This design comes from an exercise in tuning for small area on the open sky130 flow, not from production work.
Function was checked by simulation only, so behaviour that the tests miss may differ from the original.
Power is estimated from default activity; no workload was simulated.

Design cop1_fpu, start of the top module:
module cop1_fpu (
    input  wire        clk,
    input  wire        rst,
    input  wire        in_valid,
    output wire        in_ready,
    input  wire [4:0]  in_func,
    input  wire [1:0]  in_rm,
    input  wire [31:0] in_a,
    input  wire [31:0] in_b,
    output wire        out_valid,
    output wire [31:0] out_result,
    output wire [4:0]  out_flags
);
Size in the first run: about 1400 cells after synthesis, about 120 flip-flops, about 12000 sq um of cells after synthesis.
clock: 22.0 ns
lec_check: 0
cap_margin: 20
core_margin: 2
core_utilization: 60
cts_buf_list: sky130_fd_sc_hd__clkbuf_8
slew_margin: 20
standard.sh (not shown) runs the stock make flow with config.mk's settings and CLKGATE_MAP_FILE= SYNTH_SCRIPT=/design/flow/synth_recipe.tcl, a recipe that flattens the netlist after the stock synthesis.
==> flow/flow/run.sh <==
#!/bin/bash
# The standard layout, with the port buffers made of the smallest buffer cell
# (every input and output port still gets its own buffer).
set -euo pipefail
export BUFFER_PORTS_ARGS="-buffer_cell sky130_fd_sc_hd__buf_1"
bash standard.sh > standard_flow.log 2>&1
Change:
--- a/flow/design.v
+++ b/flow/design.v
@@ -449,62 +449,63 @@
             end
             S_POST: begin
                 if (X[24]) begin shm = 2'd2; xwe = 1'b1; einc = 1'b1; end
                 nst = S_PACK;
             end
             S_PACK: begin
                 pk = 1'b1; nst = S_OUT;
             end
             default: nst = S_IDLE;
         endcase
     end
-    wire [34:0] N = (shm == 2'd1) ? {sum[33:0], sin} :
-                    (shm == 2'd2) ? {1'b0, sum[34:2], sum[1] | sum[0]} : sum;
+    wire x_l = xwe & (shm == 2'd1);
+    wire x_r = xwe & (shm == 2'd2);
+    wire x_n = xwe & (shm == 2'd0);
+    wire [34:0] w_next = ({35{accept}} & {ldbus, 3'b0})
+                       | ({35{pk}}     & {packbus, G})
+                       | ({35{qld}}    & {8'b0, Z, ~(tiny | w_zero)})
+                       | ({35{x_l}}    & {sum[33:0], sin})
+                       | ({35{x_r}}    & {1'b0, sum[34:2], sum[1] | sum[0]})
+                       | ({35{x_n}}    & sum);
+    wire w_en = accept | pk | qld | xwe;
     wire [31:0] packbus = {sgn,
                            e_ovf ? {7'h7f, to_inf} : (E[7:0] & {8{X[23]}}),
                            e_ovf ? {23{~to_inf}} : X[22:0]};
     wire [9:0] e_k = ek150 ? 10'h36a : ek127 ? 10'd127 : {{9{edec}}, einc | edec};
     wire [9:0] e_step;
     wire       e_stc;
     fpu_rca #(.N(10)) u_einc (.a(E), .b(e_k), .ci(1'b0), .s(e_step), .co(e_stc));
     wire [4:0] cnt_dec;
     wire       cnt_c;
     fpu_rca #(.N(5)) u_cdec (.a(cnt), .b(5'b11111), .ci(1'b0), .s(cnt_dec), .co(cnt_c));
     always @(posedge clk) begin
         if (rst) begin
             st <= S_IDLE;
         end else if (st == S_IDLE || st == S_OUT) begin
             st <= accept ? st_init : S_IDLE;
         end else begin
             st <= nst;
         end
+        if (w_en) {X, G} <= w_next;
         if (accept) begin
             op_u   <= f[0];
             rm     <= in_rm;
-            X      <= ldbus;
-            G      <= 3'b0;
             Y      <= y_init;
             Z      <= z_init;
             E      <= e_init;
             cnt    <= cnt_init;
             sgn    <= s_init;
             effsub <= eff_in;
             tiny   <= 1'b0;
             flg    <= hit ? ifl : 5'b0;
         end else begin
-            if (pk)
-                X <= packbus;
-            else if (qld)
-                {X, G} <= {8'b0, Z, ~(tiny | w_zero)};
-            else if (xwe)
-                {X, G} <= N;
             if (yshl)      Y <= {Y[25:3], 1'b0};
             if (zshl)      Z <= {Z[24:0], ~sum[34] & (st != S_MUL)};
             if (ehalf)     E <= {E[9], E[9:1]};
             else           E <= e_step;
             if (c25)       cnt <= 5'd25;
             else if (c26)  cnt <= 5'd26;
             else if (cdec) cnt <= cnt_dec;
             if (st == S_DIV)  tiny <= tiny | w_zero;
             if (st == S_NORM) begin
                 tiny <= e_le0 & ~(e_zero & carry0);
                 if (w_zero & effsub) sgn <= (rm == 2'd2);
Result:
- The changed run passed the timing, DRC and antenna checks
- sequential power increases slightly
- flip-flop and latch count does not change
- power fell by roughly a tenth
- cell count goes down by a few percent
- die area is lower by a few percent

==> re-timing with driven ports <==
How much do the figures lean on ideal ports? The routed layouts below were timed once more, with nothing changed but the port constraints. Step 1 assumes that a clkbuf_16 drives the clock port and a buf_2 every other input. Step 2, shift: input delay + t, output delay - t, t = (earliest + latest rising clock arrival at the registers) / 2. This alone moves slack from input paths to output paths. Three values: ideal, step 1, step 2; two values: the first two.
run | t (ns) | slack for setup (ns) | latest minus earliest clock arrival (ns)
the first run | 0.512 | 5.565 / 5.565 / 5.565 | 0.014 / 0.013
the second run | 0.512 | 4.666 / 4.666 / 4.666 | 0.019 / 0.019
After both steps setup and hold are still met in every run listed.
